This design comes from an exercise in tuning for small area, a short achievable clock period and few clock cycles per item on the open sky130 flow, not from production work. The RTL was checked by simulation tests, not by an equivalence proof against the original design.

## before
Design cz_quant, start of the top module:
module cz_quant (
    input             clk,
    input             rst,           
    input             in_valid,
    output            in_ready,
    input      [31:0] in_d,          
    input             in_ident,      
    input       [2:0] in_table,      
    input       [4:0] in_width,      
    input       [2:0] in_dither,     
    input      [15:0] in_fn,         
    input       [2:0] in_word,       
    input      [19:0] in_entry,      
    input             in_zero,       
    output     [14:0] tbl_addr,      
    input      [15:0] tbl_data0,     
    input      [15:0] tbl_data1,     
    output reg        out_valid,
    input             out_ready,
    output reg [15:0] out_word,
    output reg [31:0] out_y          
);
Size: roughly 6900 cells after synthesis, about 350 flip-flops, ~48000 um^2 of cells after synthesis.
clock: 140.0 ns
lec_check: 0
abc_area: 1
cap_margin: 20
core_margin: 2
core_utilization: 40
gpl_routability_driven: 0
gpl_timing_driven: 0
slew_margin: 20
run.sh (not shown) runs the stock make flow with config.mk's settings and CLKGATE_MAP_FILE= SYNTH_SCRIPT=/design/flow/synth_recipe.tcl, a recipe that flattens the netlist after the stock synthesis.
Looking at the reports, before completed the entire flow and the layout it produced met the timing, design-rule and antenna checks.
Testbench counts of before, summed over its fixed seeds: cycles 16,040, items 16,000.
> inputs changed (before -> after)
# before
export LEC_CHECK = 0
export ABC_AREA = 1
export CAP_MARGIN = 20
export CORE_MARGIN = 2
export CORE_UTILIZATION = 40
export GPL_ROUTABILITY_DRIVEN = 0
export GPL_TIMING_DRIVEN = 0
export SLEW_MARGIN = 20
create_clock -name core_clock -period 140.0 [get_ports {clk}]
# after
export LEC_CHECK = 0
export ABC_AREA = 1
export CAP_MARGIN = 20
export CORE_MARGIN = 2
export CORE_UTILIZATION = 40
export CTS_BUF_LIST = sky130_fd_sc_hd__clkbuf_8
export CTS_CLUSTER_SIZE = 20
export SLEW_MARGIN = 20
create_clock -name core_clock -period 140.0 [get_ports {clk}]
Findings:
Compared with before, after shows a lower routed wire length. before → after: number of standard-cell rows in the floorplan barely changed.

========
cz_quant, a different RTL version from the one above (not shown whole).
Size in the first run: roughly 4800 cells after synthesis, about 350 flip-flops, about 190 I/O pins, ~0.039 mm^2 of cells after synthesis.
==> flow/config.mk <==
export PLATFORM = sky130hd
export DESIGN_NAME = cz_quant
export DESIGN_NICKNAME = cz_quant
export VERILOG_FILES = /design/flow/design.v
export SDC_FILE = /design/flow/constraint.sdc
export NUM_CORES = 4
export LEC_CHECK = 0
export ABC_AREA = 1
export CAP_MARGIN = 20
export CORE_MARGIN = 2
export CORE_UTILIZATION = 60
export CTS_CLUSTER_SIZE = 40
export SLEW_MARGIN = 20
==> flow/constraint.sdc <==
create_clock -name core_clock -period 140.0 [get_ports {clk}]
set_input_delay 28.0000 -clock core_clock [delete_from_list [all_inputs] [get_ports {clk}]]
set_output_delay 28.0000 -clock core_clock [all_outputs]
set_load 0.01 [all_outputs]
standard.sh (not shown) runs the stock make flow with config.mk's settings and CLKGATE_MAP_FILE= SYNTH_SCRIPT=/design/flow/synth_recipe.tcl, a recipe that flattens the netlist after the stock synthesis.
==> flow/flow/run.sh <==
#!/bin/bash
# The standard layout (standard.sh), with two changes:
# - ABC maps the synthesised logic with area-oriented mapping (amap, then
#   buffering and gate sizing; flow/abc_area.script) instead of ORFS's default
#   abc_area.script. Registers, their names and cell types are the standard
#   synthesis's, since ABC sees only combinational logic.
# - every input and output port still gets its own buffer, but a plain
#   sky130_fd_sc_hd__buf_1 instead of the delay cell buffer_ports picks.
set -euo pipefail
rm -rf scripts_area
cp -r "$FLOW_HOME/scripts" scripts_area
cp flow/abc_area.script scripts_area/abc_area.script
bash standard.sh finish SCRIPTS_DIR="$PWD/scripts_area" \
  BUFFER_PORTS_ARGS="-buffer_cell sky130_fd_sc_hd__buf_1" > layout.log 2>&1
==> flow/flow/abc_area.script <==
strash
dch
amap
topo
stime -c
buffer -c
upsize -c
dnsize -c
Testbench counts at the start, summed over its fixed seeds: cycles 16,040, items 16,000.
Next try:
--- a/flow/flow/run.sh
+++ b/flow/flow/run.sh
@@ -6,5 +6,5 @@
 #   synthesis's, since ABC sees only combinational logic.
 # - every input and output port still gets its own buffer, but a plain
-#   sky130_fd_sc_hd__buf_1 instead of the delay cell buffer_ports picks.
+#   sky130_fd_sc_hd__buf_2 instead of the delay cell buffer_ports picks.
 set -euo pipefail
 rm -rf scripts_area
@@ -12,3 +12,3 @@
 cp flow/abc_area.script scripts_area/abc_area.script
 bash standard.sh finish SCRIPTS_DIR="$PWD/scripts_area" \
-  BUFFER_PORTS_ARGS="-buffer_cell sky130_fd_sc_hd__buf_1" > layout.log 2>&1
+  BUFFER_PORTS_ARGS="-buffer_cell sky130_fd_sc_hd__buf_2" > layout.log 2>&1
CTS_CLUSTER_SIZE = not set   (was 40)
Outcome:
- synthesized area stays the same
- fmax hardly moves
- cell area is about the same
- critical path depth does not change
- synthesized cell count stays the same
- core utilization went up by 0.12 points
- global-route usage stays flat
Next try:
--- a/flow/flow/run.sh
+++ b/flow/flow/run.sh
@@ -6,5 +6,5 @@
 #   synthesis's, since ABC sees only combinational logic.
 # - every input and output port still gets its own buffer, but a plain
-#   sky130_fd_sc_hd__buf_2 instead of the delay cell buffer_ports picks.
+#   sky130_fd_sc_hd__buf_1 instead of the delay cell buffer_ports picks.
 set -euo pipefail
 rm -rf scripts_area
@@ -12,3 +12,3 @@
 cp flow/abc_area.script scripts_area/abc_area.script
 bash standard.sh finish SCRIPTS_DIR="$PWD/scripts_area" \
-  BUFFER_PORTS_ARGS="-buffer_cell sky130_fd_sc_hd__buf_2" > layout.log 2>&1
+  BUFFER_PORTS_ARGS="-buffer_cell sky130_fd_sc_hd__buf_1" > layout.log 2>&1
CTS_CLUSTER_DIAMETER = 50   (was not set)
Result: The new run finished clean; wire length goes down by 0.73%; die area does not change; setup slack degrades by 0.037 ns; design area is about the same; fmax hardly moves; utilization stays flat; area after synthesis does not change; via count goes down by 0.65%.

## re-timing with driven ports
No port has a modelled driver above. Below, the same layouts with a new extraction and two added sets of constraints.
Step 1 (the two cells are an assumption about what drives the block):
set clk [get_ports {clk}]
set_driving_cell -lib_cell sky130_fd_sc_hd__clkbuf_16 $clk
set_driving_cell -lib_cell sky130_fd_sc_hd__buf_2 [delete_from_list [all_inputs] $clk]
Step 2, shift: input delay + t, output delay - t, t = (earliest + latest rising clock arrival at the registers) / 2. This alone moves slack from input paths to output paths.
Slacks: ideal ports / drivers / drivers and shift; pairs: ideal ports / drivers.
run	t, ns	slack for setup (ns)	clock arrival spread, ns	worst register clock-pin slew, ns
before	0.677	109.397 / 109.324 / 110.001	0.079 / 0.080	0.08 / 0.08
after	0.786	110.115 / 110.042 / 110.515	0.039 / 0.039	0.09 / 0.09
the first run of note 2	0.599	110.895 / 110.838 / 110.758	0.023 / 0.023	0.07 / 0.07
the second run of note 2	0.591	110.926 / 110.866 / 110.832	0.018 / 0.018	0.07 / 0.07
the third run of note 2	0.598	110.889 / 110.829 / 110.784	0.024 / 0.024	0.07 / 0.07
After both steps setup and hold are still met in every run listed. The setup slack of the first run of note 2, which loses most, moves by -0.057 ns with the drivers and by -0.137 ns with both steps.
